From an optimization exercise on the open Yosys and OpenROAD flow, aimed at small area, a short achievable clock period and few clock cycles per item; shortcuts taken in it are not production practice.
Only simulation tests tie the RTL to the original design; equivalence was not proved.
No activity file was given, so power comes from the tool's default toggle rates.

==> flow/design.v (excerpt) <==
module cmp_decoder (
    input  wire        clk,
    input  wire        rst,         
    input  wire [1:0]  cfg_fmt,     
    input  wire [1:0]  cfg_type,    
    input  wire        cfg_pred,
    input  wire [2:0]  cfg_e,
    input  wire [15:0] cfg_npix,
    input  wire [15:0] cfg_len,
    input  wire        in_valid,
    output reg         in_ready,
    input  wire [31:0] in_data,
    output reg         out_valid,
    input  wire        out_ready,
    output wire [15:0] out_pix,
    output wire        out_last,
    output wire [31:0] res_crc,
    output wire        res_err
);
    localparam [31:0] CRC_POLY = 32'h82F6_3B78;    
    function [31:0] crc_g16;
        input [15:0] x;
        integer i;
        reg [31:0] cc;
        begin
            cc = 32'd0;
            for (i = 0; i < 16; i = i + 1)
                cc = (cc[0] ^ x[i]) ? ((cc >> 1) ^ CRC_POLY) : (cc >> 1);
            crc_g16 = cc;
        end
    endfunction
    function [22:0] add22;
        input [21:0] x, y;
        integer i, d;
        reg [21:0] g, p, t;
        begin
            g = x & y;
            p = x ^ y;
            t = p;
            for (d = 1; d < 22; d = d * 2)
                for (i = 21; i >= d; i = i - 1) begin
                    g[i] = g[i] | (t[i] & g[i-d]);
                    t[i] = t[i] & t[i-d];
                end
            add22 = {g[21], p ^ {g[20:0], 1'b0}};
        end
    endfunction
    function [6:0] add7;
        input [6:0] x, y;
        integer i, d;
        reg [6:0] g, p, t;
        begin
            g = x & y;
            p = x ^ y;
            t = p;
            for (d = 1; d < 7; d = d * 2)
                for (i = 6; i >= d; i = i - 1) begin
                    g[i] = g[i] | (t[i] & g[i-d]);
                    t[i] = t[i] & t[i-d];
                end
            add7 = p ^ {g[5:0], 1'b0};
        end
    endfunction
    function [31:0] crc_k;
        input integer w;
        begin
            crc_k = ~(32'hFFFF_FFFF >> w) ^ crc_g16(((16'd1 << w) - 16'd1) << (16 - w));
        end
    endfunction
    reg  [1:0]  fmt_r;
  ...
Size: roughly 5100 cells after synthesis, about 420 flip-flops, ~130 I/O pins.
Settings: LEC_CHECK=0, ABC_AREA=1, CAP_MARGIN=20, CORE_MARGIN=2, CORE_UTILIZATION=40, SLEW_MARGIN=20, TNS_END_PERCENT=0; clock period 24.0 ns.
standard.sh (not shown) runs the stock make flow with config.mk's settings and CLKGATE_MAP_FILE= SYNTH_SCRIPT=/design/flow/synth_recipe.tcl, a recipe that flattens the netlist after the stock synthesis.
==> flow/flow/run.sh <==
#!/bin/bash
# Layout flow: the standard layout (standard.sh: ORFS from synthesis to
# the final layout, at the design's clock period and constraints, with the
# settings of config.mk) with these changes to how the layout is made:
#  - ADDER_MAP_FILE is empty, so synthesis leaves adders to ABC as plain
#    gates instead of extracting full/half adder cells, which ABC cannot
#    see through (the registers are unchanged);
#  - ORFS's setup repair over-fixes by SETUP_SLACK_MARGIN ns (on the worst
#    path only, TNS_END_PERCENT 0 in config.mk), so the layout ends with more
#    setup slack at the same clock period;
#  - the port buffers that ORFS adds on every input and output are buf_2.
# make's full output goes to standard.log; ORFS's own logs stay in orfs/logs.
set -euo pipefail
export ADDER_MAP_FILE=
export SETUP_SLACK_MARGIN=18
export BUFFER_PORTS_ARGS="-buffer_cell sky130_fd_sc_hd__buf_2"
bash standard.sh > standard.log 2>&1
Testbench counts at the start, summed over its fixed seeds: cycles 140,103, pixels 137,713.
Rerun with:
--- a/flow/design.v
+++ b/flow/design.v
@@ -173,26 +173,27 @@
     wire [42:0] rt1 = shamt[1] ? rt2[44:2]  : rt2[42:0];
     wire [39:0] win_nx = shamt[0] ? rt1[40:1] : rt1[39:0];
     wire        fits   = allin ||
                          ((nw == 2'd3) && (shamt <= 7'd56)) || ((nw == 2'd2) && (shamt <= 7'd24));
     wire [22:0] a_sum = add22(a_c, {6'd0, m});
     wire        halve = (n_c == 6'd63);
     wire [21:0] a_upd = halve ? a_sum[22:1] : a_sum[21:0];
     wire [5:0]  n_upd = halve ? 6'd32 : n_c + 6'd1;
     wire [1:0]  cls = (m == 16'd0) ? 2'd0 : (m <= 16'd2) ? 2'd1 : (m <= 16'd14) ? 2'd2 : 2'd3;
     wire acc   = in_valid && in_ready;
     wire first = acc && !busy;
-    wire store = acc && busy && (pl != 14'd0);
-    wire [31:0] v0 = (store && nw == 2'd0) ? in_data : w0;
-    wire [31:0] v1 = (store && nw == 2'd1) ? in_data : w1;
-    wire [31:0] v2 = (store && nw == 2'd2) ? in_data : w2;
+    wire wr    = in_ready && busy && (pl != 14'd0);    
+    wire store = wr && in_valid;
+    wire [31:0] v0 = (wr && nw == 2'd0) ? in_data : w0;
+    wire [31:0] v1 = (wr && nw == 2'd1) ? in_data : w1;
+    wire [31:0] v2 = (wr && nw == 2'd2) ? in_data : w2;
     wire [1:0]  nw_ins = nw + {1'b0, store};
     wire [1:0]  nw_nxt = (wc >= nw_ins) ? 2'd0 : nw_ins - wc;
     wire        len_le4   = (cfg_len[15:3] == 13'd0) && !(cfg_len[2] && (cfg_len[1:0] != 2'd0));
     wire        wl_ge2    = (wl[13:1] != 13'd0);
     wire        wl_ge3    = (wl[13:2] != 12'd0) || (wl[1:0] == 2'd3);
     wire        wl_nxt_nz = acc ? (wl_ge3 || ((wl == 14'd2) && wf))
                                 : (wl_ge2 || ((wl == 14'd1) && wf));
     wire        pl_nxt_nz = dec ? (pl != 14'd1) : (pl != 14'd0);
     wire        busy_nxt  = first || (busy && (wl_nxt_nz || pl_nxt_nz));
     wire        rfst   = (pidx == 2'd0);
     wire [15:0] half   = b10 ? 16'h0200 : b12 ? 16'h0800 : 16'h8000;
@@ -212,40 +213,31 @@
     reg  [15:0] ysh;
     reg  [31:0] crc_hi, kw;
     always @(*) begin
         case (u_r)
             2'd0: begin ysh = y;                      crc_hi = {16'd0, crc_in[31:16]}; kw = crc_k(16); end
             2'd1: begin ysh = {y[13:0], 2'd0};        crc_hi = {14'd0, crc_in[31:14]}; kw = crc_k(14); end
             2'd2: begin ysh = {y[11:0], 4'd0};        crc_hi = {12'd0, crc_in[31:12]}; kw = crc_k(12); end
             default: begin ysh = {y[9:0], 6'd0};      crc_hi = {10'd0, crc_in[31:10]}; kw = crc_k(10); end
         endcase
     end
     wire [31:0] crc_nx = crc_hi ^ crc_g16(ysh) ^ kw;
-    wire        fin    = rv && rlast && !done;
-    wire        crc_en = (deliver && !rlast) || fin;
+    wire        crc_en = rv && !done;
     wire rv_nxt    = adv ? pv : rv;
     wire rlast_nxt = pop ? plast : rlast;
-    wire done_nxt  = pop ? 1'b0 : (done || fin);
+    wire done_nxt  = pop ? 1'b0 : (done || crc_en);
     wire out_valid_nxt = rv_nxt && (!rlast_nxt || done_nxt);
     wire pv_nxt    = pv ? (!pop || qv || dec) : dec;
     wire ready_free = !pv_nxt;
     always @(posedge clk) begin
-        if (rst) begin
-            busy      <= 1'b0;
-            in_ready  <= 1'b0;
-            pv        <= 1'b0;
-            qv        <= 1'b0;
-            rv        <= 1'b0;
-            out_valid <= 1'b0;
-            done      <= 1'b0;
-        end else begin
+        begin
             busy <= busy_nxt;
             win  <= win_nx;
             if (!busy) begin
                 if (in_ready) begin
                     fmt_r  <= cfg_fmt;
                     type_r <= cfg_type;
                     pred_r <= cfg_pred;
                     e_r    <= cfg_e;
                     lpad   <= 2'd0 - cfg_len[1:0];
                     wl     <= cfg_len[15:2];
                     wf     <= (cfg_len[1:0] != 2'd0);
@@ -304,22 +296,30 @@
             end
             in_ready <= !busy ? (first ? !len_le4 : ready_free)
                               : (busy_nxt && wl_nxt_nz && (!pl_nxt_nz || (nw_nxt != 2'd3)));
             if (adv) begin
                 rv <= pv;
                 if (pv) begin
                     h1     <= hnew;
                     h2     <= h1;
                     rlast  <= plast;
                     rerr   <= perr;      
                     rfirst <= (pidx == 2'd0);
-                    done   <= 1'b0;
                     cb     <= cbl;
                     u_r    <= 2'd0 - wv[2:1];
                 end
             end
             if (crc_en) crc <= crc_nx;
-            if (fin) done <= 1'b1;
+            done <= done_nxt;
             out_valid <= out_valid_nxt;
         end
+        if (rst) begin
+            busy      <= 1'b0;
+            in_ready  <= 1'b0;
+            pv        <= 1'b0;
+            qv        <= 1'b0;
+            rv        <= 1'b0;
+            out_valid <= 1'b0;
+            done      <= 1'b0;
+        end
     end
 endmodule
What happened: Via count is higher by about 5.5%; area after synthesis is lower by 2.1%; core utilization is higher by 1.1 points; final area hardly moves; power is lower by 58%; final cell count is higher by about 5%; sequential power is lower by about 30%; register-to-register slack improved by 0.12 ns; routed wire length is about the same; non-clock buffer count is higher by 35; critical path depth is lower by 10; combinational power is lower by 88%; clock-buffer cell count is higher by 11.
Testbench counts after the change, summed over its fixed seeds: cycles 140,103, pixels 137,713.

* * *

cmp_decoder, a different RTL version from the one above (not shown whole).
Size: about 5500 cells after synthesis, roughly 35000 µm² of cells after synthesis.
Settings: LEC_CHECK=0, ABC_AREA=1, CAP_MARGIN=20, CORE_MARGIN=2, CORE_UTILIZATION=40, SLEW_MARGIN=20, TNS_END_PERCENT=0; clock period 24.0 ns.
Scripts as last shown in full above: flow/flow/run.sh
The first run finished clean.
Testbench counts at the start, summed over its fixed seeds: cycles 140,103, pixels 137,713.
==> next run, changes <==
--- a/flow/design.v
+++ b/flow/design.v
@@ -222,23 +222,31 @@
     end
     wire [31:0] crc_nx = crc_hi ^ crc_g16(ysh) ^ kw;
     wire        fin    = rv && rlast && !done;
     wire        crc_en = (deliver && !rlast) || fin;
     wire rv_nxt    = adv ? pv : rv;
     wire rlast_nxt = pop ? plast : rlast;
     wire done_nxt  = pop ? 1'b0 : (done || fin);
     wire out_valid_nxt = rv_nxt && (!rlast_nxt || done_nxt);
     wire pv_nxt    = pv ? (!pop || qv || dec) : dec;
     wire ready_free = !pv_nxt;
     always @(posedge clk) begin
-        begin
+        if (rst) begin
+            busy      <= 1'b0;
+            in_ready  <= 1'b0;
+            pv        <= 1'b0;
+            qv        <= 1'b0;
+            rv        <= 1'b0;
+            out_valid <= 1'b0;
+            done      <= 1'b0;
+        end else begin
             busy <= busy_nxt;
             win  <= win_nx;
             if (!busy) begin
                 if (in_ready) begin
                     fmt_r  <= cfg_fmt;
                     type_r <= cfg_type;
                     pred_r <= cfg_pred;
                     e_r    <= cfg_e;
                     lpad   <= 2'd0 - cfg_len[1:0];
                     wl     <= cfg_len[15:2];
                     wf     <= (cfg_len[1:0] != 2'd0);
@@ -306,22 +314,13 @@
                     rerr   <= perr;      
                     rfirst <= (pidx == 2'd0);
                     done   <= 1'b0;
                     cb     <= cbl;
                     u_r    <= 2'd0 - wv[2:1];
                 end
             end
             if (crc_en) crc <= crc_nx;
             if (fin) done <= 1'b1;
             out_valid <= out_valid_nxt;
         end
-        if (rst) begin
-            busy      <= 1'b0;
-            in_ready  <= 1'b0;
-            pv        <= 1'b0;
-            qv        <= 1'b0;
-            rv        <= 1'b0;
-            out_valid <= 1'b0;
-            done      <= 1'b0;
-        end
     end
 endmodule
Total power climbs by 110%; synthesized area grows by 1.2%; final area went up by 2.6%; via count drops by about 4.7%; count of clock-buffer cells in the layout is lower by 10; die area grows by 1.2%.
Testbench counts after the change, summed over its fixed seeds: cycles 140,103, pixels 137,713.

## port drivers added, routing unchanged
The results above use ideal ports. As a check the final layouts listed here were re-extracted and re-timed, cells and wires unchanged. Step 1 sets driving cells, clkbuf_16 on the clock port and buf_2 on the other inputs (assumed; they add their load-dependent delay and slew). Step 2 adds t to the input delays and takes it off the output delays; t is the mean of the earliest and latest rising clock arrival at the registers after step 1. Input paths then give back, and output paths get back, about the clock's delay inside the block. Slacks: no drivers / after step 1 / after step 2; pairs: no drivers / after step 1.
| run | t, ns | setup WS [ns] | slew at the worst register clock pin (ns) | worst data-port slew with drivers (ns) |
|---|---|---|---|---|
| the first run of note 1 | 0.675 | 17.746 / 17.777 / 17.122 | 0.07 / 0.07 | 0.10 |
| the second run of note 1 | 0.705 | 17.934 / 17.860 / 17.472 | 0.07 / 0.07 | 0.08 |
| the first run of note 2 | 0.699 | 17.874 / 17.818 / 17.447 | 0.07 / 0.07 | 0.07 |
| the second run of note 2 | 0.693 | 17.824 / 17.771 / 17.149 | 0.07 / 0.07 | 0.07 |
After both steps every run listed still meets setup and hold. For the second run of note 2, which loses most, drivers alone change the setup slack by -0.053 ns; drivers and shift together by -0.675 ns.
